What follows belongs to an exercise in optimizing a design on an open flow for small area, a short achievable clock period and few clock cycles per item; a production flow would make more cautious choices. The RTL was checked by simulation tests, not by an equivalence proof against the original design.

==> flow/design.v <==
module sha2_digest (
  input  wire         clk,
  input  wire         rst,         
  input  wire         start,       
  input  wire [1:0]   alg,         
  input  wire [47:0]  msg_len,     
  input  wire         in_valid,
  input  wire [63:0]  in_data,     
  output wire         in_ready,
  output wire         done,
  output wire [511:0] digest       
);
  localparam [1:0] ALG_384 = 2'd0, ALG_256 = 2'd1, ALG_512 = 2'd2, ALG_512_256 = 2'd3;
  localparam [1:0] S_FILL1 = 2'd0, S_FILL2 = 2'd1, S_ROUND = 2'd2, S_UPDATE = 2'd3;
  function automatic [63:0] krom (input [6:0] j);
    reg [63:0] k;
    begin
      case (j)
      7'd1: k = 64'h428a2f98d728ae22;
      7'd2: k = 64'h7137449123ef65cd;
      7'd3: k = 64'hb5c0fbcfec4d3b2f;
      7'd4: k = 64'he9b5dba58189dbbc;
      7'd5: k = 64'h3956c25bf348b538;
      7'd6: k = 64'h59f111f1b605d019;
      7'd7: k = 64'h923f82a4af194f9b;
      7'd8: k = 64'hab1c5ed5da6d8118;
      7'd9: k = 64'hd807aa98a3030242;
      7'd10: k = 64'h12835b0145706fbe;
      7'd11: k = 64'h243185be4ee4b28c;
      7'd12: k = 64'h550c7dc3d5ffb4e2;
      7'd13: k = 64'h72be5d74f27b896f;
      7'd14: k = 64'h80deb1fe3b1696b1;
      7'd15: k = 64'h9bdc06a725c71235;
      7'd16: k = 64'hc19bf174cf692694;
      7'd17: k = 64'he49b69c19ef14ad2;
      7'd18: k = 64'hefbe4786384f25e3;
      7'd19: k = 64'h0fc19dc68b8cd5b5;
      7'd20: k = 64'h240ca1cc77ac9c65;
      7'd21: k = 64'h2de92c6f592b0275;
      7'd22: k = 64'h4a7484aa6ea6e483;
      7'd23: k = 64'h5cb0a9dcbd41fbd4;
      7'd24: k = 64'h76f988da831153b5;
      7'd25: k = 64'h983e5152ee66dfab;
      7'd26: k = 64'ha831c66d2db43210;
      7'd27: k = 64'hb00327c898fb213f;
      7'd28: k = 64'hbf597fc7beef0ee4;
      7'd29: k = 64'hc6e00bf33da88fc2;
      7'd30: k = 64'hd5a79147930aa725;
      7'd31: k = 64'h06ca6351e003826f;
      7'd32: k = 64'h142929670a0e6e70;
      7'd33: k = 64'h27b70a8546d22ffc;
      7'd34: k = 64'h2e1b21385c26c926;
      7'd35: k = 64'h4d2c6dfc5ac42aed;
      7'd36: k = 64'h53380d139d95b3df;
      7'd37: k = 64'h650a73548baf63de;
      7'd38: k = 64'h766a0abb3c77b2a8;
      7'd39: k = 64'h81c2c92e47edaee6;
      7'd40: k = 64'h92722c851482353b;
      7'd41: k = 64'ha2bfe8a14cf10364;
      7'd42: k = 64'ha81a664bbc423001;
      7'd43: k = 64'hc24b8b70d0f89791;
      7'd44: k = 64'hc76c51a30654be30;
      7'd45: k = 64'hd192e819d6ef5218;
      7'd46: k = 64'hd69906245565a910;
      7'd47: k = 64'hf40e35855771202a;
      7'd48: k = 64'h106aa07032bbd1b8;
      7'd49: k = 64'h19a4c116b8d2d0c8;
      7'd50: k = 64'h1e376c085141ab53;
      7'd51: k = 64'h2748774cdf8eeb99;
      7'd52: k = 64'h34b0bcb5e19b48a8;
      7'd53: k = 64'h391c0cb3c5c95a63;
      7'd54: k = 64'h4ed8aa4ae3418acb;
      7'd55: k = 64'h5b9cca4f7763e373;
      7'd56: k = 64'h682e6ff3d6b2b8a3;
      7'd57: k = 64'h748f82ee5defb2fc;
      7'd58: k = 64'h78a5636f43172f60;
      7'd59: k = 64'h84c87814a1f0ab72;
      7'd60: k = 64'h8cc702081a6439ec;
      7'd61: k = 64'h90befffa23631e28;
      7'd62: k = 64'ha4506cebde82bde9;
      7'd63: k = 64'hbef9a3f7b2c67915;
      7'd64: k = 64'hc67178f2e372532b;
      7'd65: k = 64'hca273eceea26619c;
      7'd66: k = 64'hd186b8c721c0c207;
      7'd67: k = 64'heada7dd6cde0eb1e;
      7'd68: k = 64'hf57d4f7fee6ed178;
      7'd69: k = 64'h06f067aa72176fba;
      7'd70: k = 64'h0a637dc5a2c898a6;
      7'd71: k = 64'h113f9804bef90dae;
      7'd72: k = 64'h1b710b35131c471b;
      7'd73: k = 64'h28db77f523047d84;
      7'd74: k = 64'h32caab7b40c72493;
      7'd75: k = 64'h3c9ebe0a15c9bebc;
      7'd76: k = 64'h431d67c49c100d4c;
      7'd77: k = 64'h4cc5d4becb3e42b6;
      7'd78: k = 64'h597f299cfc657e2a;
      7'd79: k = 64'h5fcb6fab3ad6faec;
      7'd80: k = 64'h6c44198c4a475817;
      default: k = 64'h0;
      endcase
      krom = k;
    end
  endfunction
  function automatic [63:0] rotr64 (input [63:0] x, input integer n);
    rotr64 = (x >> n) | (x << (64 - n));
  endfunction
  function automatic [31:0] rotr32 (input [31:0] x, input integer n);
    rotr32 = (x >> n) | (x << (32 - n));
  endfunction
  function automatic [63:0] bswap64 (input [63:0] x);
    integer i;
    begin
      for (i = 0; i < 8; i = i + 1)
        bswap64[8*i +: 8] = x[8*(7-i) +: 8];
    end
  endfunction
  function automatic [31:0] bswap32 (input [31:0] x);
    bswap32 = {x[7:0], x[15:8], x[23:16], x[31:24]};
  endfunction
  function automatic [63:0] iv (input [1:0] sel, input [2:0] i);
    begin
      case ({sel, i})
        {ALG_384, 3'd0}: iv = 64'hcbbb9d5dc1059ed8;
        {ALG_384, 3'd1}: iv = 64'h629a292a367cd507;
        {ALG_384, 3'd2}: iv = 64'h9159015a3070dd17;
        {ALG_384, 3'd3}: iv = 64'h152fecd8f70e5939;
        {ALG_384, 3'd4}: iv = 64'h67332667ffc00b31;
        {ALG_384, 3'd5}: iv = 64'h8eb44a8768581511;
        {ALG_384, 3'd6}: iv = 64'hdb0c2e0d64f98fa7;
        {ALG_384, 3'd7}: iv = 64'h47b5481dbefa4fa4;
        {ALG_256, 3'd0}: iv = 64'h6a09e667;
        {ALG_256, 3'd1}: iv = 64'hbb67ae85;
        {ALG_256, 3'd2}: iv = 64'h3c6ef372;
        {ALG_256, 3'd3}: iv = 64'ha54ff53a;
        {ALG_256, 3'd4}: iv = 64'h510e527f;
        {ALG_256, 3'd5}: iv = 64'h9b05688c;
        {ALG_256, 3'd6}: iv = 64'h1f83d9ab;
        {ALG_256, 3'd7}: iv = 64'h5be0cd19;
        {ALG_512, 3'd0}: iv = 64'h6a09e667f3bcc908;
        {ALG_512, 3'd1}: iv = 64'hbb67ae8584caa73b;
        {ALG_512, 3'd2}: iv = 64'h3c6ef372fe94f82b;
        {ALG_512, 3'd3}: iv = 64'ha54ff53a5f1d36f1;
        {ALG_512, 3'd4}: iv = 64'h510e527fade682d1;
        {ALG_512, 3'd5}: iv = 64'h9b05688c2b3e6c1f;
        {ALG_512, 3'd6}: iv = 64'h1f83d9abfb41bd6b;
        {ALG_512, 3'd7}: iv = 64'h5be0cd19137e2179;
        {ALG_512_256, 3'd0}: iv = 64'h22312194fc2bf72c;
        {ALG_512_256, 3'd1}: iv = 64'h9f555fa3c84c64c2;
        {ALG_512_256, 3'd2}: iv = 64'h2393b86b6f53b151;
        {ALG_512_256, 3'd3}: iv = 64'h963877195940eabd;
        {ALG_512_256, 3'd4}: iv = 64'h96283ee2a88effe3;
        {ALG_512_256, 3'd5}: iv = 64'hbe5e1e2553863992;
        {ALG_512_256, 3'd6}: iv = 64'h2b0199fc2c85b8aa;
        {ALG_512_256, 3'd7}: iv = 64'h0eb72ddc81c52ca2;
        default: iv = 64'h0;
      endcase
    end
  endfunction
  reg        act;           
  reg        done_q;
  reg [1:0]  state;
  reg [1:0]  alg_q;
  reg        m256;          
  reg [47:0] len_q;
  reg [44:0] rem;           
  reg        padded;        
  reg        lenok;         
  reg        fin;           
  reg [3:0]  pos;           
  reg [6:0]  j;             
  reg [63:0] a, b, c, d, e, f, g, h;
  reg [63:0] hk;            
  reg [63:0] wn;            
  reg [63:0] win [0:14];    
  reg [63:0] hs [0:7];      
  wire last_rnd  = m256 ? (j == 7'd65) : (j == 7'd81);
  wire loadw     = (state != S_ROUND) || !last_rnd;
  wire j_lo      = (j < 7'd16);
  wire from_strm = m256 ? (!j[0] && (j_lo || j == 7'd64)) : (j_lo || j == 7'd80);
  wire from_stsh = m256 && j[0] && j_lo;
  wire full_word = (rem != 45'd0);
  wire tail_pend = (len_q[2:0] != 3'd0) && !padded;
  wire need_data = full_word || tail_pend;
  wire pos_first = m256 ? (pos[2:0] == 3'd0) : (pos == 4'd0);
  wire pos_last  = m256 ? (pos[2:0] == 3'd7) : (pos == 4'd15);
  wire pos_room  = m256 ? (pos[2:0] <= 3'd6) : (pos <= 4'd13);
  wire put_80    = !full_word && !padded;       
  wire put_len   = !need_data && padded && lenok && pos_last;
  reg [63:0] msg_word;      
  integer q;
  always @(*) begin
    msg_word = 64'h0;
    if (full_word) begin
      msg_word = bswap64(in_data);
    end else if (tail_pend) begin
      for (q = 0; q < 8; q = q + 1) begin
        if (q < len_q[2:0])
          msg_word[8*(7-q) +: 8] = in_data[8*q +: 8];
        else if (q == len_q[2:0])
          msg_word[8*(7-q) +: 8] = 8'h80;
      end
    end else if (!padded) begin
      msg_word = 64'h8000_0000_0000_0000;
    end else if (put_len) begin
      msg_word = {13'b0, len_q, 3'b000};
    end
  end
  wire strm    = act && loadw && from_strm;
  assign in_ready = strm && need_data;
  wire adv     = act && (!(strm && need_data) || in_valid);
  wire [63:0] s0_512 = rotr64(win[13], 1) ^ rotr64(win[13], 8) ^ (win[13] >> 7);
  wire [63:0] s1_512 = rotr64(win[0], 19) ^ rotr64(win[0], 61) ^ (win[0] >> 6);
  wire [31:0] s0_256 = rotr32(win[13][31:0], 7) ^ rotr32(win[13][31:0], 18) ^ (win[13][31:0] >> 3);
  wire [31:0] s1_256 = rotr32(win[0][31:0], 17) ^ rotr32(win[0][31:0], 19) ^ (win[0][31:0] >> 10);
  wire [63:0] s0w = {s0_512[63:32], m256 ? s0_256 : s0_512[31:0]};
  wire [63:0] s1w = {s1_512[63:32], m256 ? s1_256 : s1_512[31:0]};
  wire [63:0] sched = s1w + win[5] + s0w + win[14];
  wire [63:0] S0_512 = rotr64(a, 28) ^ rotr64(a, 34) ^ rotr64(a, 39);
  wire [63:0] S1_512 = rotr64(e, 14) ^ rotr64(e, 18) ^ rotr64(e, 41);
  wire [31:0] S0_256 = rotr32(a[31:0], 2) ^ rotr32(a[31:0], 13) ^ rotr32(a[31:0], 22);
  wire [31:0] S1_256 = rotr32(e[31:0], 6) ^ rotr32(e[31:0], 11) ^ rotr32(e[31:0], 25);
  wire [63:0] S0  = {S0_512[63:32], m256 ? S0_256 : S0_512[31:0]};
  wire [63:0] S1  = {S1_512[63:32], m256 ? S1_256 : S1_512[31:0]};
  wire [63:0] ch  = (e & f) ^ (~e & g);
  wire [63:0] maj = (a & b) ^ (a & c) ^ (b & c);
  wire [63:0] new_a = hk + S1 + ch + S0 + maj;
  wire [63:0] new_e = hk + S1 + ch + d;
  wire [63:0] kr  = krom(j);
  wire [63:0] kv  = {kr[63:32], m256 ? kr[63:32] : kr[31:0]};
  wire [63:0] hsrc = (state == S_ROUND) ? g : (state == S_UPDATE) ? hs[6] : h;
  wire [63:0] hk_next = hsrc + kv + wn;
  reg [63:0] wn_next;
  always @(*) begin
    if (from_strm)
      wn_next = m256 ? {msg_word[31:0], msg_word[63:32]} : msg_word;
    else if (from_stsh)
      wn_next = {wn[63:32], wn[63:32]};
    else
      wn_next = sched;
  end
  wire hupd = (state == S_UPDATE) ||
              ((state == S_ROUND) && (m256 ? (j >= 7'd63) : (j >= 7'd79)));
  wire [63:0] sum_a = hs[3] + a;
  wire [63:0] sum_e = hs[7] + e;
  integer i;
  always @(posedge clk) begin
    if (rst) begin
      act    <= 1'b0;
      done_q <= 1'b0;
    end else if (start) begin
      act    <= 1'b1;
      done_q <= 1'b0;
      state  <= S_FILL1;
      alg_q  <= alg;
      m256   <= (alg == ALG_256);
      len_q  <= msg_len;
      rem    <= msg_len[47:3];
      padded <= 1'b0;
      lenok  <= 1'b0;
      fin    <= 1'b0;
      pos    <= 4'd0;
      j      <= 7'd0;
      for (i = 0; i < 8; i = i + 1)
        hs[i] <= iv(alg, i[2:0]);
      a <= iv(alg, 3'd0); b <= iv(alg, 3'd1); c <= iv(alg, 3'd2); d <= iv(alg, 3'd3);
      e <= iv(alg, 3'd4); f <= iv(alg, 3'd5); g <= iv(alg, 3'd6); h <= iv(alg, 3'd7);
    end else if (adv) begin
      if (loadw && from_strm) begin
        pos <= pos + 4'd1;
        if (full_word)
          rem <= rem - 45'd1;
        if (put_80) begin
          padded <= 1'b1;
          if (pos_room)
            lenok <= 1'b1;
        end
        if (pos_first && padded)
          lenok <= 1'b1;
        if (put_len)
          fin <= 1'b1;
      end
      if (loadw) begin
        wn     <= wn_next;
        win[0] <= wn;
        for (i = 1; i < 15; i = i + 1)
          win[i] <= win[i-1];
      end
      hk <= hk_next;
      if (state == S_ROUND && last_rnd)
        j <= 7'd1;
      else
        j <= j + 7'd1;
      if (hupd) begin
        hs[0] <= sum_a; hs[1] <= hs[0]; hs[2] <= hs[1]; hs[3] <= hs[2];
        hs[4] <= sum_e; hs[5] <= hs[4]; hs[6] <= hs[5]; hs[7] <= hs[6];
      end
      case (state)
        S_FILL1: state <= S_FILL2;
        S_FILL2: state <= S_ROUND;
        S_ROUND: begin
          a <= new_a; b <= a; c <= b; d <= c;
          e <= new_e; f <= e; g <= f; h <= g;
          if (last_rnd)
            state <= S_UPDATE;
        end
        default: begin  
          a <= sum_a; b <= hs[0]; c <= hs[1]; d <= hs[2];
          e <= sum_e; f <= hs[4]; g <= hs[5]; h <= hs[6];
          state <= S_ROUND;
          if (fin) begin
            act    <= 1'b0;
            done_q <= 1'b1;
          end
        end
      endcase
    end
  end
  reg [511:0] result;
  integer n;
  always @(*) begin
    result = 512'h0;
    if (done_q) begin
      case (alg_q)
        ALG_256:
          for (n = 0; n < 8; n = n + 1)
            result[32*n +: 32] = bswap32(hs[n][31:0]);
        ALG_384:
          for (n = 0; n < 6; n = n + 1)
            result[64*n +: 64] = bswap64(hs[n]);
        ALG_512:
          for (n = 0; n < 8; n = n + 1)
            result[64*n +: 64] = bswap64(hs[n]);
        default:
          for (n = 0; n < 4; n = n + 1)
            result[64*n +: 64] = bswap64(hs[n]);
      endcase
    end
  end
  assign done   = done_q;
  assign digest = result;
endmodule
==> flow/run.sh <==
#!/bin/bash
# synth_recipe.tcl (not shown) runs the flow's synth.tcl, then flattens the netlist and writes it again
# the make line also repeats each setting of config.mk as NAME=value (left out here)
make -C /OpenROAD-flow-scripts/flow DESIGN_CONFIG=/design/flow/config.mk WORK_HOME=/design/flow/orfs CLKGATE_MAP_FILE= SYNTH_SCRIPT=/design/flow/synth_recipe.tcl finish
==> flow/config.mk <==
export PLATFORM = sky130hd
export DESIGN_NAME = sha2_digest
export DESIGN_NICKNAME = sha2_digest
export VERILOG_FILES = /design/flow/design.v
export SDC_FILE = /design/flow/constraint.sdc
export NUM_CORES = 4
export LEC_CHECK = 0
export CAP_MARGIN = 20
export CORE_MARGIN = 2
export CORE_UTILIZATION = 30
export PLACE_DENSITY = 0.35
export SLEW_MARGIN = 20
export SYNTH_MEMORY_MAX_BITS = 8192
==> flow/constraint.sdc <==
create_clock -name core_clock -period 10.0 [get_ports {clk}]
set_input_delay 2.0000 -clock core_clock [delete_from_list [all_inputs] [get_ports {clk}]]
set_output_delay 2.0000 -clock core_clock [all_outputs]
set_load 0.01 [all_outputs]
==> results.toml, run 1 <==
[sta]
finalMaxSlewViolations = 0
setup_viol = 0
clock_skew_ns = 0.0998
hold_viol_final = 0
finalCritPeriodShare_pct = 95.4
worst_pin_slew_ns = 1.27
timing.fmax_ghz = 0.105
whs_ns = 0.400
rsz0062_at_grt = "no"
period_needed_ns = 9.54
maxSlewHeadroom_pct = 14.4

[floorplan]
die_w_um = 679
initial_core_util_pct = 30.2
die_height_um = 679
rows = 247
dieArea_mm2 = 0.461
core_area_mm2 = 0.453
num_io_pins = 632

[setup_path]
worstPathMaxFanout = 8
reg2reg_from = "e[1]"
cp.required_ns = 10.64
criticalPathCategory = "register to register"
r2r_setup_slack_ns = 0.46
worst-r2r-cell-count = 25
worstSetupStartpointType = "register"
end_kind = "register"
timing.rr.end = "e[57]"
worstPathArrival_ns = 10.18

[worst_hold_path]
hp-start = "win[6][27]"
hold_path_depth = 0
hold_class = "register to register"
hold_end = "win[7][27]"

[cts]
cts_root_buf = "clkbuf_16"
clk_latency_ns = 1.00
cts-hold-fix-buffers = 0
cts_tree = "yes"
clk_path_buf_depth = 4
numClockSinks = 2290
cts_buffers = 287
clk_pin_slew_ns = 0.07
cts_max_level = 5

[status]
outcome = "complete, no violations"

[drt]
wl_per_cell_um = 42.8
vias = 113000
wl_um = 829000
avgViaCountPerCell = 5.82
drc = 0
drtPass1Iterations = 7
ant_nets = 0
drtIter0Drc = 15200

[global_route]
grt_usage_pct = 34.8
antenna_found_initial = 142
grt_pass1_vias = 108000
overflow = 0
grt_pass1_wl_um = 1070000
grt_start_max_net_pins = 175

[synthesis]
synth_seq_cells = 2290
synthFlopType = "edfxtp_1"
ys.warnings.count = 3
syn_inst = 12700
async_flop_share_pct = 0
synth.distinct_cells = 102
yosysSeqAreaShare_pct = 49.8
synth.avg_cell_area_um2 = 10.8
syn_nets = 13600
synth_area_mm2 = 0.137
synth_edf_count = 2224

[job]
maxCapViolCount = 0

[placed_design]
place.port_buffers = 631
gp_congestion = 0.997
dp_hpwl_um = 649000
dpl.cell_count = 18800

[final_layout]
synthToLayoutAreaGrowth_pct = 17.6
fin_nets = 14000
fillers = 45300
final_cells = 19400
drive_above_1_share_pct = 7.94
worst max-delay path by stage:
stage / from / slack, ns / cells past startpoint / endpoint
final: e[1] / 0.46 / 25 / e[57]
after global routing: e[14] / 0.06 / 27 / e[57]
after CTS: e[1] / 0.52 / 25 / e[57]
after detailed placement: e[1] / 0.58 / 25 / e[57]
after global placement: e[1] / 0.52 / 25 / e[57]
after floorplan: in_valid / -7.65 / 5 / win[0][0]
sequential cells by signal, indices dropped and copies added (netlist names), 2 cells and up:
register	count
c	64
j	7
wn	64
win	960
d	64
f	64
g	64
len_q	48
hk	64
h	64
b	64
kr	64
state	2
alg_q	2
e	64
pos	4
hs	512
a	64
rem	45
through the flow:
stage | setup TNS, ns | setup slack (ns) | utilization (%) | area (um2)
2_1_floorplan | -8404.68 | -7.65 | - | 137000
3_3_place_gp | 0 | 0.523 | 33.3 | 151000
3_5_place_dp | 0 | 0.577 | 33.3 | 151000
4_1_cts | 0 | 0.515 | 35.4 | 161000
5_1_grt | 0 | 0.0585 | 35.4 | 161000
6_report | 0 | 0.457 | 35.5 | 161000
logic make-up after synthesis:
kind of cell / Yosys count / synth area share, %
xor gates and xnor gates: 1144 / 7.33
and+or+nand+nor: 2978 / 10.1
AOI/OAI and AO/OA: 3766 / 17.8
buffers and inverters: 1503 / 4.20
adders and majority gates: 842 / 9.41
muxes: 172 / 1.31
DFF: 2290 / 49.8
layout by cell type, fill, tap and decap left out, types with 127 or more instances in the layout:
master and count:
edfxtp_1 2224, nand2_1 1244, o21ai_0 922, a21oi_1 858
xnor2_1 754, clkdlybuf4s50_1 630, nor2_1 578, inv_1 564
ha_1 466, a21o_1 396, buf_4 392, xor2_1 388
fa_1 324, clkbuf_16 288, o22a_1 276, a21boi_0 271
and3_1 187, nand3_1 172, a31oi_1 169, and2_1 168
mux2i_1 127
metal layers:
| metal | wire length [um] | track usage, % | up-vias |
|---|---|---|---|
| li1 | - | - | 47000 |
| met1 | 349000 | 46.8 | 58600 |
| met2 | 364000 | 53.3 | 5995 |
| met3 | 63900 | 6.43 | 1231 |
| met4 | 52100 | 18.2 | 30 |
| met5 | 212 | 0 | - |
cells in the mapped netlist, types with 62 or more instances:
cell      number  area share [%]
nor3_1       106            0.39
mux2i_1      130            0.95
nand4_1      109            0.50
and2_1       171            0.78
o21ai_0      926             3.4
o22a_1       276             1.8
nor2_1       594             1.6
fa_1         324             4.7
xnor2_1      756             4.8
and3_1       187            0.86
a21o_1       396             2.2
a21boi_0     273             1.5
a21oi_1      878             3.2
nand2_1     1263             3.5
nand3_1      172            0.63
o211ai_1      62            0.34
o21a_1        81            0.44
ha_1         475             4.3
a211oi_1      63            0.35
buf_1         69            0.19
nor2b_1      123            0.56
o21bai_1      72            0.40
dfxtp_1       66            0.97
edfxtp_1    2224              49
a31oi_1      170            0.78
inv_1        567             1.6
xor2_1       388             2.5
clkbuf_1     797             2.2
a22o_1        88            0.56
nand2b_1      90            0.41
critical path, stage by stage, from the launching register on:
cell and delay, ns:
edfxtp_1 0.92, mux2i_1 0.27, fa_1 0.56, inv_1 0.05
ha_1 0.22, fa_1 0.47, a21oi_1 0.28, o211ai_1 0.20
a31oi_1 0.51, o21ai_0 0.43, a41oi_1 0.35, xnor2_1 0.25
ha_1 0.55, and2_1 0.32, nand2_1 0.10, or4_1 0.61
a311oi_1 0.68, buf_4 0.29, o2111ai_1 0.20, and3b_1 0.29
o21a_1 0.21, nor3_1 0.16, a211oi_1 0.09, xnor2_1 0.46
o221ai_1 0.18, a31oi_1 0.56
repair_timing:
item	in CTS	in global routing
gates resized for setup	0	1
endpoints found under the hold margin	0	0
buffers inserted	0	0
setup endpoints to repair	0	1
area by class of cell:
class / instances / area [um2] / share of cell area [%]
antenna: 63 / 158 / 0.0981
timing repair buffer: 1057 / 9940 / 6.18
sequential: 2290 / 68100 / 42.4
multi-input combinational: 8902 / 63400 / 39.4
clock inverter: 162 / 1970 / 1.23
inverter: 570 / 2150 / 1.34
clock buffer: 358 / 7560 / 4.70
tap: 5976 / 7480 / 4.65
Testbench counts, summed over its fixed seeds: cycles 89,946, bytes 107,673.
==> run 2, diff against run 1 <==
--- a/flow/design.v
+++ b/flow/design.v
@@ -11,7 +11,7 @@
   output wire [511:0] digest       
 );
   localparam [1:0] ALG_384 = 2'd0, ALG_256 = 2'd1, ALG_512 = 2'd2, ALG_512_256 = 2'd3;
-  localparam [1:0] S_FILL1 = 2'd0, S_FILL2 = 2'd1, S_ROUND = 2'd2, S_UPDATE = 2'd3;
+  localparam [1:0] S_FILL = 2'd0, S_ROUND = 2'd2, S_UPDATE = 2'd3;
   function automatic [63:0] krom (input [6:0] j);
     reg [63:0] k;
     begin
@@ -165,6 +165,7 @@
   reg [44:0] rem;           
   reg        padded;        
   reg        lenok;         
+  reg        first;         
   reg        fin;           
   reg [3:0]  pos;           
   reg [6:0]  j;             
@@ -223,11 +224,11 @@
   wire [63:0] S1  = {S1_512[63:32], m256 ? S1_256 : S1_512[31:0]};
   wire [63:0] ch  = (e & f) ^ (~e & g);
   wire [63:0] maj = (a & b) ^ (a & c) ^ (b & c);
-  wire [63:0] new_a = hk + S1 + ch + S0 + maj;
-  wire [63:0] new_e = hk + S1 + ch + d;
+  wire [63:0] new_a = S0 + maj + hk + S1 + ch;
+  wire [63:0] new_e = d + hk + S1 + ch;
   wire [63:0] kr  = krom(j);
   wire [63:0] kv  = {kr[63:32], m256 ? kr[63:32] : kr[31:0]};
-  wire [63:0] hsrc = (state == S_ROUND) ? g : (state == S_UPDATE) ? hs[6] : h;
+  wire [63:0] hsrc = (state == S_ROUND) ? g : hs[6];
   wire [63:0] hk_next = hsrc + kv + wn;
   reg [63:0] wn_next;
   always @(*) begin
@@ -240,8 +241,8 @@
   end
   wire hupd = (state == S_UPDATE) ||
               ((state == S_ROUND) && (m256 ? (j >= 7'd63) : (j >= 7'd79)));
-  wire [63:0] sum_a = hs[3] + a;
-  wire [63:0] sum_e = hs[7] + e;
+  wire [63:0] sum_a = hs[3] + (first ? 64'd0 : a);
+  wire [63:0] sum_e = hs[7] + (first ? 64'd0 : e);
   integer i;
   always @(posedge clk) begin
     if (rst) begin
@@ -250,7 +251,8 @@
     end else if (start) begin
       act    <= 1'b1;
       done_q <= 1'b0;
-      state  <= S_FILL1;
+      state  <= S_FILL;
+      first  <= 1'b1;
       alg_q  <= alg;
       m256   <= (alg == ALG_256);
       len_q  <= msg_len;
@@ -260,10 +262,8 @@
       fin    <= 1'b0;
       pos    <= 4'd0;
       j      <= 7'd0;
-      for (i = 0; i < 8; i = i + 1)
-        hs[i] <= iv(alg, i[2:0]);
-      a <= iv(alg, 3'd0); b <= iv(alg, 3'd1); c <= iv(alg, 3'd2); d <= iv(alg, 3'd3);
-      e <= iv(alg, 3'd4); f <= iv(alg, 3'd5); g <= iv(alg, 3'd6); h <= iv(alg, 3'd7);
+      hs[3] <= iv(alg, 3'd0); hs[0] <= iv(alg, 3'd1); hs[1] <= iv(alg, 3'd2); hs[2] <= iv(alg, 3'd3);
+      hs[7] <= iv(alg, 3'd4); hs[4] <= iv(alg, 3'd5); hs[5] <= iv(alg, 3'd6); hs[6] <= iv(alg, 3'd7);
     end else if (adv) begin
       if (loadw && from_strm) begin
         pos <= pos + 4'd1;
@@ -279,13 +279,13 @@
         if (put_len)
           fin <= 1'b1;
       end
+      hk <= hk_next;
       if (loadw) begin
         wn     <= wn_next;
         win[0] <= wn;
         for (i = 1; i < 15; i = i + 1)
           win[i] <= win[i-1];
       end
-      hk <= hk_next;
       if (state == S_ROUND && last_rnd)
         j <= 7'd1;
       else
@@ -295,8 +295,7 @@
         hs[4] <= sum_e; hs[5] <= hs[4]; hs[6] <= hs[5]; hs[7] <= hs[6];
       end
       case (state)
-        S_FILL1: state <= S_FILL2;
-        S_FILL2: state <= S_ROUND;
+        S_FILL: state <= S_UPDATE;
         S_ROUND: begin
           a <= new_a; b <= a; c <= b; d <= c;
           e <= new_e; f <= e; g <= f; h <= g;
@@ -307,6 +306,7 @@
           a <= sum_a; b <= hs[0]; c <= hs[1]; d <= hs[2];
           e <= sum_e; f <= hs[4]; g <= hs[5]; h <= hs[6];
           state <= S_ROUND;
+          first <= 1'b0;
           if (fin) begin
             act    <= 1'b0;
             done_q <= 1'b1;
--- a/flow/config.mk
+++ b/flow/config.mk
@@ -9,5 +9,6 @@
 export CORE_MARGIN = 2
 export CORE_UTILIZATION = 30
 export PLACE_DENSITY = 0.35
+export SETUP_SLACK_MARGIN = 5
 export SLEW_MARGIN = 20
 export SYNTH_MEMORY_MAX_BITS = 8192
==> results.toml, run 2 <==
[synthesis]
synth.most_common_cell = "edfxtp_1"
ys.warnings.count = 3
synthFlopType = "edfxtp_1"
synth.distinct_cells = 98
synth_seq_cells = 2227
yosys-top-cells-count = "edfxtp_1, nand2_1, inv_1, o21ai_0, clkbuf_1"
syn_nets = 14300
synth.avg_cell_area_um2 = 10.3
yosysSeqAreaShare_pct = 48.4
synth_edf_count = 2161
synth.largest_area_cell = "edfxtp_1"
syn_inst = 13200
synthTopCellsByArea = "edfxtp_1, fa_1, nand2_1"
async_flop_share_pct = 0
synth_top_area_share_pct = 47.4
synth_area_mm2 = 0.137

[setup_path]
crit_slowest_cell = "fa_2"
worstPathMaxFanout = 5
end_kind = "register"
worstSetupStartpointType = "register"
worstPathArrival_ns = 6.85
max_stage_delay_ns = 0.56
r2r_setup_slack_ns = 3.84
criticalPathCategory = "register to register"
cp.required_ns = 10.69
crit_path_cell_trace = "buf_6, xor2_2, xnor2_2, o21ai_4, inv_1, fa_1, inv_1, fa_2, fa_1, ha_4, clkinvlp_4, o21ai_2, a221oi_2, buf_4, o31ai_4, a311o_1, nand2_2, a221o_1, o31ai_4, o21ai_2, xor2_2, mux2i_1"

[global_route]
antenna_found_initial = 88
overflow = 0
grt_pass1_wl_um = 1110000
grt_usage_pct = 36.0
grt_start_max_net_pins = 160
grt_pass1_vias = 113000

[cts]
cts_max_level = 5
cts_tree = "yes"
cts_buffers = 285
clk_latency_ns = 1.01
cts_root_buf = "clkbuf_16"
numClockSinks = 2227
clk_path_buf_depth = 4
clk_pin_slew_ns = 0.08

[final_layout]
final_cell_mix = "edfxtp_1, nand2_1, inv_1, o21ai_0, buf_4"
largest_reg_flops = 960
final_common_cell = "edfxtp_1"
fin_nets = 15900
drive_above_1_share_pct = 29.5
synthToLayoutAreaGrowth_pct = 38.1
top_register = "win"
top_regs = "win: 960 flops, hs: 512 flops"
fin_area_mm2 = 0.189

[sta]
layout_setup_ws_ns = 3.84
period_needed_ns = 6.16
timing.fmax_ghz = 0.162
maxSlewHeadroom_pct = 7.36
finalCritPeriodShare_pct = 61.6
worst_pin_slew_ns = 1.38
rsz0062_at_grt = "yes"
hold_viol_final = 0
clock_skew_ns = 0.0883
finalMaxSlewViolations = 0
setup_viol = 0
finalSetupTns_ns = 0

[status]
outcome = "complete, no violations"

[placed_design]
place_ws_ns = 1.42
place.port_buffers = 631
dp_hpwl_um = 626000
dpl_cell_area_mm2 = 0.151
gp_congestion = 1.00

[drt]
drtPass1Iterations = 8
drtIter0Drc = 15600
vias = 121000
avgViaCountPerCell = 5.70
ant_nets = 0
wl_per_cell_um = 41.3
wl_um = 875000
drc = 0

[floorplan]
dieArea_mm2 = 0.462
die_height_um = 679
core_area_mm2 = 0.455
initial_core_util_pct = 30.1
die_w_um = 679
rows = 248
num_io_pins = 632

[worst_hold_path]
hold_class = "register to register"

[job]
maxCapViolCount = 0
==> run 2: cell types whose count changed after synthesis, moves of 81 or more <==
cell	change
a21o_1	-167
a21oi_1	-175
fa_1	+184
inv_1	+671
nand2_1	+456
nor2b_1	+81
o21ai_0	+271
o22a_1	-276
==> run 2: kinds of logic after synthesis <==
group	share of synthesized area (%)
multiplexers	1.09
adder cells (fa/ha/maj)	11.6
buffers and inverters	5.88
AND/OR/NAND/NOR	11.2
flip-flops	48.4
XOR/XNOR	6.96
AO/OA/AOI/OAI	14.8
==> run 2: area by class of cell <==
class	instances	area [um2]
repair inverters	5	109
diodes	38	95.1
clock inverters	179	1840
fillers	43700	266000
flip-flops and latches	2227	66200
inverters	1240	4720
multi-input cells	8901	75600
clock buffers	340	7420
well taps	6000	7510
repair buffers	2235	25600
==> run 2: stage by stage <==
step | utilization [%] | hold WS [ns] | cells
CTS | 38.8 | 0.336 | 20600
global route | 41.5 | 0.329 | 21100
detailed placement | 33.1 | 0.405 | 19300
floorplan | - | 0.400 | 13200
finish | 41.5 | 0.346 | 21200
global placement | 33.0 | 0.400 | 19300
==> run 2: metal layers <==
layer,GRT usage (%),up-vias,routed length (um)
met4,16.4,36,51900
met2,51.5,6821,359000
li1,-,49500,-
met1,51.3,62800,381000
met5,0,-,286
met3,8.21,1408,83000
==> run 2: critical path, delay by kind of cell, from the launching register on <==
kind / cells / cell delay [ns]
flops: 1 / 0.45
mux: 1 / 0.11
fa+ha+maj: 4 / 1.88
compound gates: 8 / 1.97
simple gates: 1 / 0.18
buf+inv: 5 / 0.64
xor+xnor: 3 / 0.65
==> run 2: worst paths after layout <==
kind                                     to   startpoint  cells past startpoint
worst max register to register        a[56]        e[36]                     22
worst max-delay path                  a[56]        e[36]                     22
worst min register to register  win[13][35]  win[12][35]                      0
worst min-delay path            win[13][35]  win[12][35]                      0
==> run 2: repair_timing <==
item,CTS,global route
gates cloned,103,57
gates resized for setup,3447,2559
hold buffers,0,0
hold endpoints to repair,0,0
setup buffers,699,443
pin swaps,414,564
setup endpoints to repair,2903,1298
Testbench counts of run 2, summed over its fixed seeds: cycles 89,946, bytes 107,673.
==> run 3, diff against run 2 <==
--- a/flow/config.mk
+++ b/flow/config.mk
@@ -7,8 +7,9 @@
 export LEC_CHECK = 0
 export CAP_MARGIN = 20
 export CORE_MARGIN = 2
-export CORE_UTILIZATION = 30
-export PLACE_DENSITY = 0.35
+export CORE_UTILIZATION = 60
+export PLACE_DENSITY = 0.7
 export SETUP_SLACK_MARGIN = 5
 export SLEW_MARGIN = 20
 export SYNTH_MEMORY_MAX_BITS = 8192
+export TNS_END_PERCENT = 10
==> results.toml, run 3 <==
[cts]
numClockSinks = 2227
clk_path_buf_depth = 3
cts_buffers = 225
cts-hold-fix-buffers = 0
cts_root_buf = "clkbuf_16"
cts_max_level = 4

[global_route]
grt_usage_pct = 80.1
grt_pass1_wl_um = 1260000
grt_start_max_net_pins = 167
overflow = 5054
grt_pass1_vias = 141000

[placed_design]
gp_congestion = 1.14
dp_hpwl_um = 497000
place.port_buffers = 631

[status]
failed_stage = "global routing"
error = "[ERROR GRT-0116] Global routing finished with congestion. Check the congestion regions in the DRC Viewer."
outcome = "stopped before the end"

[synthesis]
synth_top_area_share_pct = 47.4
synthFlopType = "edfxtp_1"
ys.warnings.count = 3
syn_nets = 14300
syn_inst = 13200
yosys-top-cells-count = "edfxtp_1, nand2_1, inv_1, o21ai_0, clkbuf_1"
synthTopCellsByArea = "edfxtp_1, fa_1, nand2_1"
synth.largest_area_cell = "edfxtp_1"
synth_edf_count = 2161
synth.avg_cell_area_um2 = 10.3
synth.most_common_cell = "edfxtp_1"
async_flop_share_pct = 0
synth.distinct_cells = 98
yosysSeqAreaShare_pct = 48.4
synth_seq_cells = 2227
synth_area_mm2 = 0.137

[floorplan]
rows = 175
initial_core_util_pct = 60.3
die_w_um = 482
die_height_um = 482
num_io_pins = 632
[run 3: cell counts after synthesis]
No cell type changed its count.
[run 3: metal layers]
layer,track usage (%),GRT overflow
met5,53.9,147
met4,70.5,652
met3,71.6,1177
met2,90.6,1439
met1,82.7,1639
[run 3: logic make-up after synthesis]
| family | Yosys count | synth area share, % |
|---|---|---|
| flops | 2227 | 48.4 |
| simple gates | 3386 | 11.2 |
| compound gates | 3299 | 14.8 |
| mux | 144 | 1.09 |
| xor+xnor | 1088 | 6.96 |
| fa+ha+maj | 976 | 11.6 |
| buf+inv | 2119 | 5.88 |
[run 3: worst max-delay path by stage]
stage,startpoint,to,cells after the start
2_1_floorplan,rst,kr[61],9
3_3_place_gp,m256,a[63],21
3_5_place_dp,m256,wn[59],23
4_1_cts,a[14],a[61],22
[run 3: repair_timing]
action	in CTS
buffers inserted	456
gates resized for setup	918
cloned	28
pin swaps	206
setup endpoints to repair	2238
[run 3: stage by stage]
stage               worst slack (ns)  instances  cell area [um2]
floorplan                     -21.58      13200           137000
global placement                2.30      16200           145000
detailed placement              2.20      16200           145000
CTS                             4.15      17100           162000
==> run 4, diff against run 3 <==
--- a/flow/design.v
+++ b/flow/design.v
@@ -107,6 +107,24 @@
   function automatic [31:0] rotr32 (input [31:0] x, input integer n);
     rotr32 = (x >> n) | (x << (32 - n));
   endfunction
+  function automatic [63:0] ks_add (input [63:0] x, input [63:0] y);
+    reg [63:0] gg, pp, p0;
+    integer k, b;
+    begin
+      gg = x & y;
+      pp = x ^ y;
+      p0 = pp;
+      for (k = 1; k < 64; k = k * 2)
+        for (b = 63; b >= k; b = b - 1) begin
+          gg[b] = gg[b] | (pp[b] & gg[b-k]);
+          pp[b] = pp[b] & pp[b-k];
+        end
+      ks_add = p0 ^ {gg[62:0], 1'b0};
+    end
+  endfunction
+  function automatic [127:0] csa (input [63:0] x, input [63:0] y, input [63:0] z);
+    csa = {((x & y) | (x & z) | (y & z)) << 1, x ^ y ^ z};
+  endfunction
   function automatic [63:0] bswap64 (input [63:0] x);
     integer i;
     begin
@@ -158,11 +176,13 @@
   endfunction
   reg        act;           
   reg        done_q;
+  reg        o_lo, o_256, o_45, o_67;    
   reg [1:0]  state;
   reg [1:0]  alg_q;
   reg        m256;          
   reg [47:0] len_q;
   reg [44:0] rem;           
+  reg        full_word;     
   reg        padded;        
   reg        lenok;         
   reg        first;         
@@ -171,6 +191,7 @@
   reg [6:0]  j;             
   reg [63:0] a, b, c, d, e, f, g, h;
   reg [63:0] hk;            
+  reg [63:0] kv;            
   reg [63:0] wn;            
   reg [63:0] win [0:14];    
   reg [63:0] hs [0:7];      
@@ -179,7 +200,6 @@
   wire j_lo      = (j < 7'd16);
   wire from_strm = m256 ? (!j[0] && (j_lo || j == 7'd64)) : (j_lo || j == 7'd80);
   wire from_stsh = m256 && j[0] && j_lo;
-  wire full_word = (rem != 45'd0);
   wire tail_pend = (len_q[2:0] != 3'd0) && !padded;
   wire need_data = full_word || tail_pend;
   wire pos_first = m256 ? (pos[2:0] == 3'd0) : (pos == 4'd0);
@@ -215,7 +235,9 @@
   wire [31:0] s1_256 = rotr32(win[0][31:0], 17) ^ rotr32(win[0][31:0], 19) ^ (win[0][31:0] >> 10);
   wire [63:0] s0w = {s0_512[63:32], m256 ? s0_256 : s0_512[31:0]};
   wire [63:0] s1w = {s1_512[63:32], m256 ? s1_256 : s1_512[31:0]};
-  wire [63:0] sched = s1w + win[5] + s0w + win[14];
+  wire [127:0] cw1 = csa(win[5], win[14], s0w);
+  wire [127:0] cw2 = csa(cw1[63:0], cw1[127:64], s1w);
+  wire [63:0] sched = ks_add(cw2[63:0], cw2[127:64]);
   wire [63:0] S0_512 = rotr64(a, 28) ^ rotr64(a, 34) ^ rotr64(a, 39);
   wire [63:0] S1_512 = rotr64(e, 14) ^ rotr64(e, 18) ^ rotr64(e, 41);
   wire [31:0] S0_256 = rotr32(a[31:0], 2) ^ rotr32(a[31:0], 13) ^ rotr32(a[31:0], 22);
@@ -224,10 +246,15 @@
   wire [63:0] S1  = {S1_512[63:32], m256 ? S1_256 : S1_512[31:0]};
   wire [63:0] ch  = (e & f) ^ (~e & g);
   wire [63:0] maj = (a & b) ^ (a & c) ^ (b & c);
-  wire [63:0] new_a = S0 + maj + hk + S1 + ch;
-  wire [63:0] new_e = d + hk + S1 + ch;
-  wire [63:0] kr  = krom(j);
-  wire [63:0] kv  = {kr[63:32], m256 ? kr[63:32] : kr[31:0]};
+  wire [127:0] cs1 = csa(hk, ch, maj);
+  wire [127:0] cs2 = csa(cs1[63:0], cs1[127:64], S0);
+  wire [127:0] cs3 = csa(cs2[63:0], cs2[127:64], S1);
+  wire [63:0] new_a = ks_add(cs3[63:0], cs3[127:64]);
+  wire [127:0] cs4 = csa(d, hk, ch);
+  wire [127:0] cs5 = csa(cs4[63:0], cs4[127:64], S1);
+  wire [63:0] new_e = ks_add(cs5[63:0], cs5[127:64]);
+  wire [6:0]  jn  = (state == S_ROUND && last_rnd) ? 7'd1 : j + 7'd1;
+  wire [63:0] kr  = krom(jn);
   wire [63:0] hsrc = (state == S_ROUND) ? g : hs[6];
   wire [63:0] hk_next = hsrc + kv + wn;
   reg [63:0] wn_next;
@@ -248,15 +275,18 @@
     if (rst) begin
       act    <= 1'b0;
       done_q <= 1'b0;
+      o_lo <= 1'b0; o_256 <= 1'b0; o_45 <= 1'b0; o_67 <= 1'b0;
     end else if (start) begin
       act    <= 1'b1;
       done_q <= 1'b0;
+      o_lo <= 1'b0; o_256 <= 1'b0; o_45 <= 1'b0; o_67 <= 1'b0;
       state  <= S_FILL;
       first  <= 1'b1;
       alg_q  <= alg;
       m256   <= (alg == ALG_256);
       len_q  <= msg_len;
       rem    <= msg_len[47:3];
+      full_word <= (msg_len[47:3] != 45'd0);
       padded <= 1'b0;
       lenok  <= 1'b0;
       fin    <= 1'b0;
@@ -267,8 +297,10 @@
     end else if (adv) begin
       if (loadw && from_strm) begin
         pos <= pos + 4'd1;
-        if (full_word)
+        if (full_word) begin
           rem <= rem - 45'd1;
+          full_word <= (rem != 45'd1);
+        end
         if (put_80) begin
           padded <= 1'b1;
           if (pos_room)
@@ -286,10 +318,8 @@
         for (i = 1; i < 15; i = i + 1)
           win[i] <= win[i-1];
       end
-      if (state == S_ROUND && last_rnd)
-        j <= 7'd1;
-      else
-        j <= j + 7'd1;
+      j  <= jn;
+      kv <= {kr[63:32], m256 ? kr[63:32] : kr[31:0]};
       if (hupd) begin
         hs[0] <= sum_a; hs[1] <= hs[0]; hs[2] <= hs[1]; hs[3] <= hs[2];
         hs[4] <= sum_e; hs[5] <= hs[4]; hs[6] <= hs[5]; hs[7] <= hs[6];
@@ -310,6 +340,10 @@
           if (fin) begin
             act    <= 1'b0;
             done_q <= 1'b1;
+            o_lo   <= !m256;
+            o_256  <= m256;
+            o_45   <= (alg_q == ALG_384) || (alg_q == ALG_512);
+            o_67   <= (alg_q == ALG_512);
           end
         end
       endcase
@@ -318,23 +352,13 @@
   reg [511:0] result;
   integer n;
   always @(*) begin
-    result = 512'h0;
-    if (done_q) begin
-      case (alg_q)
-        ALG_256:
-          for (n = 0; n < 8; n = n + 1)
-            result[32*n +: 32] = bswap32(hs[n][31:0]);
-        ALG_384:
-          for (n = 0; n < 6; n = n + 1)
-            result[64*n +: 64] = bswap64(hs[n]);
-        ALG_512:
-          for (n = 0; n < 8; n = n + 1)
-            result[64*n +: 64] = bswap64(hs[n]);
-        default:
-          for (n = 0; n < 4; n = n + 1)
-            result[64*n +: 64] = bswap64(hs[n]);
-      endcase
-    end
+    for (n = 0; n < 4; n = n + 1)
+      result[64*n +: 64] = ({64{o_lo}} & bswap64(hs[n]))
+                         | ({64{o_256}} & {bswap32(hs[2*n+1][31:0]), bswap32(hs[2*n][31:0])});
+    for (n = 4; n < 6; n = n + 1)
+      result[64*n +: 64] = {64{o_45}} & bswap64(hs[n]);
+    for (n = 6; n < 8; n = n + 1)
+      result[64*n +: 64] = {64{o_67}} & bswap64(hs[n]);
   end
   assign done   = done_q;
   assign digest = result;
==> flow/config.mk (replaced) <==
export PLATFORM = sky130hd
export DESIGN_NAME = sha2_digest
export DESIGN_NICKNAME = sha2_digest
export VERILOG_FILES = /design/flow/design.v
export SDC_FILE = /design/flow/constraint.sdc
export NUM_CORES = 4
export LEC_CHECK = 0
export CAP_MARGIN = 30
export CORE_MARGIN = 2
export CORE_UTILIZATION = 45
export PLACE_DENSITY = 0.55
export SETUP_SLACK_MARGIN = 5
export SLEW_MARGIN = 30
export SYNTH_MEMORY_MAX_BITS = 8192
==> results.toml, run 4 <==
[status]
outcome = "complete, no violations"

[sta]
whs_ns = 0.345
hold_viol_final = 0
layout_setup_ws_ns = 4.34
clock_skew_ns = 0.150
worst_pin_slew_ns = 1.25
finalSetupTns_ns = 0
period_needed_ns = 5.66
rsz0062_at_grt = "yes"
finalMaxSlewViolations = 0
setup_viol = 0
timing.fmax_ghz = 0.177
maxSlewHeadroom_pct = 16.7
finalCritPeriodShare_pct = 56.6

[setup_path]
worstPathMaxFanout = 7
worstPathArrival_ns = 6.38
criticalPathCategory = "register to register"
cp.required_ns = 10.72
worstSetupStartpointType = "register"
r2r_setup_slack_ns = 4.34
end_kind = "register"

[final_layout]
multi_input_area_mm2 = 0.0661
final_common_cell = "edfxtp_1"
top_register = "win"
fin_util_pct = 55.5
final_cell_mix = "edfxtp_1, nand2_1, inv_1, o21ai_0, buf_4"
fillers = 25200
synthToLayoutAreaGrowth_pct = 22.6
largest_reg_flops = 960
drive_above_1_share_pct = 15.9
top_regs = "win: 960 flops, hs: 512 flops"
regArea_mm2 = 0.0670
fin_nets = 14500
final_cells = 17700

[drt]
wl_per_cell_um = 41.6
wl_um = 734000
ant_nets = 0
vias = 116000
avgViaCountPerCell = 6.59
drtPass1Iterations = 7
drc = 0
drtIter0Drc = 20400

[synthesis]
synth_seq_cells = 2232
synth.most_common_cell = "edfxtp_1"
ys.warnings.count = 3
syn_inst = 12600
synthFlopType = "edfxtp_1"
yosys-top-cells-count = "edfxtp_1, nand2_1, o21ai_0, inv_1, clkbuf_1"
synth_edf_count = 2226
syn_nets = 13600
synth_area_mm2 = 0.135
synthTopCellsByArea = "edfxtp_1, fa_1, o21ai_0"
synth.avg_cell_area_um2 = 10.7
synth_top_area_share_pct = 49.6
synth.largest_area_cell = "edfxtp_1"
async_flop_share_pct = 0
synth.distinct_cells = 94
yosysSeqAreaShare_pct = 49.7

[cts]
clk_pin_slew_ns = 0.06
cts_tree = "yes"
cts_buffers = 239
cts_max_level = 4
numClockSinks = 2232
clk_path_buf_depth = 4
clk_latency_ns = 1.02
cts_root_buf = "clkbuf_16"

[global_route]
overflow = 0
grt_usage_pct = 46.7
grt_start_max_net_pins = 203
antenna_found_initial = 97
grt_pass1_vias = 107000
grt_pass1_wl_um = 951000

[placed_design]
dp_hpwl_um = 550000
place.port_buffers = 631
place_ws_ns = 3.18
gp_congestion = 1.15
dpl.cell_count = 16500

[floorplan]
initial_core_util_pct = 45.3
core_area_mm2 = 0.298
die_w_um = 551
rows = 200
dieArea_mm2 = 0.304
num_io_pins = 632
die_height_um = 551

[worst_hold_path]
hold_class = "register to register"

[job]
maxCapViolCount = 0
[run 4: changes by cell type after synthesis, moves of 63 or more]
cell      change
nand2_1     -478
and3_1      -122
mux2i_1      -84
a22o_1      +252
and2_1      +122
o21ai_1      +63
a21boi_0    -260
edfxtp_1     +65
[run 4: what timing repair did]
action	in CTS	in global routing
gates resized for setup	741	547
hold buffers	0	0
endpoints found under the setup margin	2068	393
cloned	22	16
pin swaps	193	317
setup buffers	415	161
[run 4: stage by stage]
step                area (um2)
finish                  165000
global route            165000
CTS                     161000
detailed placement      146000
global placement        145000
floorplan               135000
[run 4: critical path: stages, from the launching register on]
cell      delay, ns
edfxtp_1       0.51
maj3_2         0.54
fa_1           0.65
fa_1           0.54
inv_1          0.06
fa_1           0.49
inv_1          0.05
ha_2           0.48
nand2_1        0.18
nor2_1         0.25
a21oi_1        0.13
o21ai_1        0.23
nand2b_1       0.19
a21oi_4        0.06
nand3b_1       0.22
and3_4         0.21
o21a_4         0.21
a221o_1        0.31
a211oi_2       0.16
[run 4: kinds of logic after synthesis]
kind of cell / after synthesis / share of synthesized area [%]
AOI/OAI and AO/OA: 3320 / 15.3
xor gates and xnor gates: 1089 / 7.08
adders and majority gates: 985 / 11.8
buffers and inverters: 2018 / 5.64
DFF: 2232 / 49.7
muxes: 83 / 0.674
and+or+nand+nor: 2843 / 9.80
[run 4: path summary, 6_finish.rpt]
path         startpoint         end  depth (start not counted)
max reg2reg       a[34]       a[63]                         18
max               a[34]       a[63]                         18
min          win[3][53]  win[4][53]                          0
min reg2reg  win[3][53]  win[4][53]                          0
[run 4: per-layer routing]
metal	wire length [um]	track usage [%]	vias up
li1	-	-	45900
met1	266000	59.6	57800
met2	286000	62.8	10300
met3	115000	20.2	2351
met4	67400	33.4	48
met5	342	0.281	-
[run 4: layout make-up]
cell class	count	share of cell area, %
Timing Repair Buffer	1482	9.07
Clock inverter	152	0.878
Tap cell	3939	2.98
Inverter	1184	2.70
Multi-Input combinational cell	8323	40.0
Antenna cell	80	0.121
Sequential cell	2232	40.5
Clock buffer	272	3.71
Testbench counts of run 4, summed over its fixed seeds: cycles 89,946, bytes 107,673.
==> run 5, diff against run 4 <==
==> flow/flow/run.sh (new file) <==
#!/bin/bash
set -euo pipefail
bash standard.sh "BUFFER_PORTS_ARGS=-buffer_cell sky130_fd_sc_hd__buf_1" finish > standard_flow.log 2>&1
==> flow/standard.sh (new file) <==
#!/bin/bash
# synth_recipe.tcl (not shown) runs the flow's synth.tcl, then flattens the netlist and writes it again
# the make line also repeats each setting of config.mk as NAME=value (left out here)
make -C /OpenROAD-flow-scripts/flow DESIGN_CONFIG=/design/flow/config.mk WORK_HOME=/design/flow/orfs CLKGATE_MAP_FILE= SYNTH_SCRIPT=/design/flow/synth_recipe.tcl "${@:-finish}"
removed: flow/run.sh
==> results.toml, run 5 <==
[global_route]
overflow = 0
grt_pass1_wl_um = 942000
grt_usage_pct = 46.2
antenna_found_initial = 96
grt_start_max_net_pins = 192
grt_pass1_vias = 106000

[setup_path]
cpMostUsedCell = "a21o_1"
cp_top_family = "adder cells"
crit_path_cell_trace = "buf_12, maj3_4, fa_1, fa_1, inv_1, fa_1, inv_1, ha_2, a21o_1, a21o_1, a21o_1, a21o_1, a2111oi_4, o31a_1, o31ai_4, or2_4, a31oi_4, xor2_1, mux2i_1"
end_kind = "register"
r2r_setup_slack_ns = 4.25
crit_slowest_cell = "fa_1"
worstSetupStartpointType = "register"
criticalPathCategory = "register to register"
cp.required_ns = 10.70
max_stage_delay_ns = 0.53
worstPathArrival_ns = 6.45
path_buf_inv = 3
worstPathMaxFanout = 9

[synthesis]
synthAdderAreaFrac_pct = 11.8
synthTopCellsByArea = "edfxtp_1, fa_1, o21ai_0"
synth_seq_cells = 2232
synth.largest_area_cell = "edfxtp_1"
syn_nets = 13600
ys.warnings.count = 3
synth.distinct_cells = 94
muxShareOfSynthArea_pct = 0.674
synth_compound_area_share_pct = 15.3
synth.most_common_cell = "edfxtp_1"
yosysSeqAreaShare_pct = 49.7
synth_area_mm2 = 0.135
syn_inst = 12600
synth_top_family_by_area = "compound AO/OA/AOI/OAI gates"
synth_xor_area_share_pct = 7.08
yosys.area_share.simple_pct = 9.80
yosys-top-cells-count = "edfxtp_1, nand2_1, o21ai_0, inv_1, clkbuf_1"
synth_top_area_share_pct = 49.6
synth.avg_cell_area_um2 = 10.7
synthFlopType = "edfxtp_1"
async_flop_share_pct = 0
synth_edf_count = 2226

[drt]
ant_nets = 0
top_layer = "met5"
vias = 116000
wl_per_cell_um = 41.1
avgViaCountPerCell = 6.57
wl_met2_um = 280000
wl_met3_um = 116000
drtPass1Iterations = 9
drc = 0
drtIter0Drc = 20500
wl_um = 725000
wl_met1_um = 270000

[floorplan]
die_w_um = 551
die_height_um = 551
dieArea_mm2 = 0.304
core_area_mm2 = 0.298
num_io_pins = 632
initial_core_util_pct = 45.3
rows = 200

[final_layout]
fillers = 25800
drive_above_1_share_pct = 15.9
final_common_cell = "edfxtp_1"
largest_reg_flops = 960
fin_nets = 14500
synthToLayoutAreaGrowth_pct = 20.1
top_regs = "win: 960 flops, hs: 512 flops"
final_cell_mix = "edfxtp_1, nand2_1, inv_1, o21ai_0, buf_1"
top_register = "win"

[sta]
maxSlewHeadroom_pct = 21.1
clock_skew_ns = 0.107
finalCritPeriodShare_pct = 57.5
period_needed_ns = 5.75
setup_viol = 0
timing.fmax_ghz = 0.174
hold_viol_final = 0
worst_pin_slew_ns = 1.17
finalMaxSlewViolations = 0
rsz0062_at_grt = "yes"
finalSetupTns_ns = 0

[placed_design]
gp_congestion = 1.14
dp_hpwl_um = 544000
place.port_buffers = 631

[cts]
clk_pin_slew_ns = 0.06
cts_root_buf = "clkbuf_16"
cts_max_level = 4
cts_tree = "yes"
numClockSinks = 2232
clk_path_buf_depth = 4
clk_latency_ns = 0.99
cts-hold-fix-buffers = 0
cts_buffers = 243

[job]
maxCapViolCount = 0

[worst_hold_path]
hold_class = "register to register"

[status]
outcome = "complete, no violations"
## run 5: per-layer routing
metal | vias up | GRT usage, %
li1 | 45900 | -
met1 | 58000 | 60.5
met2 | 9911 | 61.3
met3 | 2120 | 21.2
met4 | 53 | 29.4
met5 | - | 0
## run 5: timing repair
item / 4_1_cts / 5_1_grt
endpoints found under the setup margin: 1955 / 360
pin swaps: 250 / 271
gates cloned: 21 / 6
buffers inserted: 400 / 131
gates resized for setup: 836 / 467
## run 5: worst register-to-register path, stage by stage (launching register included)
cell and delay, ns:
edfxtp_1 0.41, buf_12 0.17, maj3_4 0.47, fa_1 0.47
fa_1 0.53, inv_1 0.05, fa_1 0.44, inv_1 0.17
ha_2 0.41, a21o_1 0.22, a21o_1 0.20, a21o_1 0.16
a21o_1 0.22, a2111oi_4 0.42, o31a_1 0.30, o31ai_4 0.13
or2_4 0.29, a31oi_4 0.14, xor2_1 0.16, mux2i_1 0.09
## run 5: cell type report
cell class / instances / area [um2] / area share, %
Antenna cell: 65 / 163 / 0.101
Clock buffer: 273 / 6240 / 3.85
Sequential cell: 2232 / 67000 / 41.4
Inverter: 1184 / 4460 / 2.76
Tap cell: 3939 / 4930 / 3.05
Timing Repair Buffer: 1440 / 10800 / 6.70
Multi-Input combinational cell: 8322 / 66100 / 40.9
Clock inverter: 179 / 2090 / 1.29
Timing Repair inverter: 1 / 8.76 / 0.00541
## run 5: logic make-up after synthesis
group,after synthesis
AOI/OAI and AO/OA,3320
and+or+nand+nor,2843
DFF,2232
buffers and inverters,2018
xor gates and xnor gates,1089
adders and majority gates,985
muxes,83
## run 5: path summary, 6_finish.rpt
check          endpoint  startpoint  cells past startpoint
min          win[10][8]   win[9][8]                      0
max               a[58]       a[37]                     19
max reg2reg       a[58]       a[37]                     19
min reg2reg  win[10][8]   win[9][8]                      0
## run 5: stage by stage
| stage | std cells | hold WS [ns] | setup slack (ns) | util (%) | instance area (um2) |
|---|---|---|---|---|---|
| after global placement | 16500 | 0.400 | 2.44 | 47.5 | 141000 |
| after floorplan | 12600 | 0.400 | -16.50 | - | 135000 |
| final | 17600 | 0.362 | 4.25 | 54.4 | 162000 |
| after CTS | 17400 | 0.338 | 4.36 | 53.1 | 158000 |
| after global routing | 17600 | 0.350 | 4.15 | 54.3 | 162000 |
| after detailed placement | 16600 | 0.405 | 2.79 | 47.7 | 142000 |
==> run 6, diff against run 5 <==
--- a/flow/config.mk
+++ b/flow/config.mk
@@ -8,6 +8,8 @@
 export CAP_MARGIN = 30
 export CORE_MARGIN = 2
 export CORE_UTILIZATION = 45
+export CTS_CLUSTER_DIAMETER = 100
+export CTS_CLUSTER_SIZE = 25
 export PLACE_DENSITY = 0.55
 export SETUP_SLACK_MARGIN = 5
 export SLEW_MARGIN = 30
==> results.toml, run 6 <==
[placed_design]
dpl.cell_count = 16600
dpl_cell_area_mm2 = 0.142
gp_congestion = 1.14
place_ws_ns = 2.79
dp_hpwl_um = 544000
place.port_buffers = 631

[synthesis]
yosys-top-cells-count = "edfxtp_1, nand2_1, o21ai_0, inv_1, clkbuf_1"
synth_top_area_share_pct = 49.6
async_flop_share_pct = 0
synth.most_common_cell = "edfxtp_1"
synth_seq_cells = 2232
synth.distinct_cells = 94
synthFlopType = "edfxtp_1"
synth.avg_cell_area_um2 = 10.7
syn_nets = 13600
yosysSeqAreaShare_pct = 49.7
ys.warnings.count = 3
synth_area_mm2 = 0.135
synth.largest_area_cell = "edfxtp_1"
synthTopCellsByArea = "edfxtp_1, fa_1, o21ai_0"
synth_edf_count = 2226
syn_inst = 12600

[global_route]
grt_usage_pct = 46.0
antenna_found_initial = 107
grt_start_max_net_pins = 192
grt_pass1_vias = 104000
grt_pass1_wl_um = 936000
overflow = 0

[final_layout]
fin_nets = 14400
synthToLayoutAreaGrowth_pct = 17.1
final_cells = 17400
fin_util_pct = 53.0
largest_reg_flops = 960
final_cell_mix = "edfxtp_1, nand2_1, inv_1, o21ai_0, buf_1"
top_regs = "win: 960 flops, hs: 512 flops"
drive_above_1_share_pct = 14.8
final_common_cell = "edfxtp_1"
fin_area_mm2 = 0.158
top_register = "win"

[setup_path]
cp-startpoint = "m256"
cp.required_ns = 10.84
reg2reg_from = "m256"
worstPathArrival_ns = 6.56
criticalPathCategory = "register to register"
worstPathMaxFanout = 7
end_kind = "register"
worstSetupStartpointType = "register"

[floorplan]
core_area_mm2 = 0.298
rows = 200
die_height_um = 551
num_io_pins = 632
initial_core_util_pct = 45.3
die_w_um = 551
dieArea_mm2 = 0.304

[cts]
cts_buffers = 123
clk_path_buf_depth = 4
numClockSinks = 2232
cts_max_level = 3
cts_tree = "yes"
clk_pin_slew_ns = 0.11
clk_latency_ns = 1.01
cts_root_buf = "clkbuf_16"

[drt]
avgViaCountPerCell = 6.61
wl_um = 723000
ant_nets = 0
vias = 115000
drtIter0Drc = 19500
drc = 0
wl_per_cell_um = 41.6
drtPass1Iterations = 13

[sta]
finalMaxSlewViolations = 0
whs_ns = 0.360
layout_setup_ws_ns = 4.28
clock_skew_ns = 0.131
setup_viol = 0
worst_pin_slew_ns = 1.25
finalCritPeriodShare_pct = 57.2
hold_viol_final = 0
timing.fmax_ghz = 0.175
maxSlewHeadroom_pct = 16.4
rsz0062_at_grt = "yes"
finalSetupTns_ns = 0
period_needed_ns = 5.72

[worst_hold_path]
hp-start = "win[11][44]"
hold_class = "register to register"

[status]
outcome = "complete, no violations"

[job]
maxCapViolCount = 0
[run 6: metal layers]
metal | routed length [um] | track usage, %
met5 | 795 | 0.438
met4 | 60500 | 29.6
met3 | 114000 | 20.9
met2 | 279000 | 61.1
met1 | 269000 | 60.1
[run 6: critical path, cell delays in order (launching register included)]
cell and delay (ns):
edfxtp_1 0.47, buf_12 0.20, buf_16 0.18, buf_8 0.14, clkbuf_16 0.16, o21ai_0 0.29, xnor2_1 0.18, fa_1 0.44
inv_1 0.09, fa_1 0.47, ha_4 0.36, and4_4 0.26, a221o_1 0.19, nand3_2 0.12, a311o_2 0.46, a2111oi_4 0.53
o211a_4 0.24, o21ai_4 0.10, or3_4 0.38, a21oi_2 0.16, o21ai_1 0.07, o211ai_1 0.13
[run 6: final timing paths]
kind / end / slack, ns / cells after the start
worst max-delay path: wn[61] / 4.28 / 21
worst min-delay path: win[12][44] / 0.36 / 0
worst max register to register: wn[61] / 4.28 / 21
worst min register to register: win[12][44] / 0.36 / 0
[run 6: cell type report]
class                           instances  area [um2]
Antenna cell                           58         145
Clock buffer                          135        3140
Clock inverter                         52         779
Fill cell                           26200      140000
Inverter                             1184        4470
Multi-Input combinational cell       8322       66300
Sequential cell                      2232       67000
Tap cell                             3939        4930
Timing Repair Buffer                 1459       11100
Timing Repair inverter                  1        8.76
[run 6: logic make-up after synthesis]
logic type      Yosys count  share of synthesized area, %
buf+inv                2018                          5.64
flops                  2232                          49.7
mux                      83                         0.674
simple gates           2843                          9.80
xor+xnor               1089                          7.08
compound gates         3320                          15.3
fa+ha+maj               985                          11.8
[run 6: timing repair]
item | in CTS | in global routing
pin swaps | 234 | 269
hold buffers | 0 | 0
hold endpoints to repair | 0 | 0
gates resized for setup | 857 | 464
setup buffers | 401 | 137
cloned | 24 | 13
endpoints found under the setup margin | 1982 | 321

==> afterwards: timing with drivers on the ports <==
How much do the figures lean on ideal ports? The routed layouts below were timed once more, with nothing changed but the port constraints.
Step 1 assumes that a clkbuf_16 drives the clock port and a buf_2 every other input.
Step 2, shift: input delay + t, output delay - t, t = (earliest + latest rising clock arrival at the registers) / 2. This alone moves slack from input paths to output paths.
Three values: no drivers, after step 1, after step 2; two values: the first two.
| run | t (ns) | setup slack, ns | hold slack, ns |
|---|---|---|---|
| run 1 | 1.086 | 0.457 / 0.457 / 0.457 | 0.400 / 0.400 / 0.400 |
| run 2 | 1.101 | 3.837 / 3.837 / 3.644 | 0.346 / 0.346 / 0.346 |
| run 4 | 1.057 | 4.336 / 4.336 / 4.140 | 0.345 / 0.345 / 0.345 |
| run 5 | 1.050 | 4.251 / 4.251 / 4.251 | 0.362 / 0.362 / 0.362 |
| run 6 | 1.048 | 4.276 / 4.276 / 4.276 | 0.360 / 0.360 / 0.360 |
After both steps setup and hold are still met in every run listed. For run 4, which loses most, drivers alone change the setup slack by 0.000 ns; drivers and shift together by -0.196 ns.
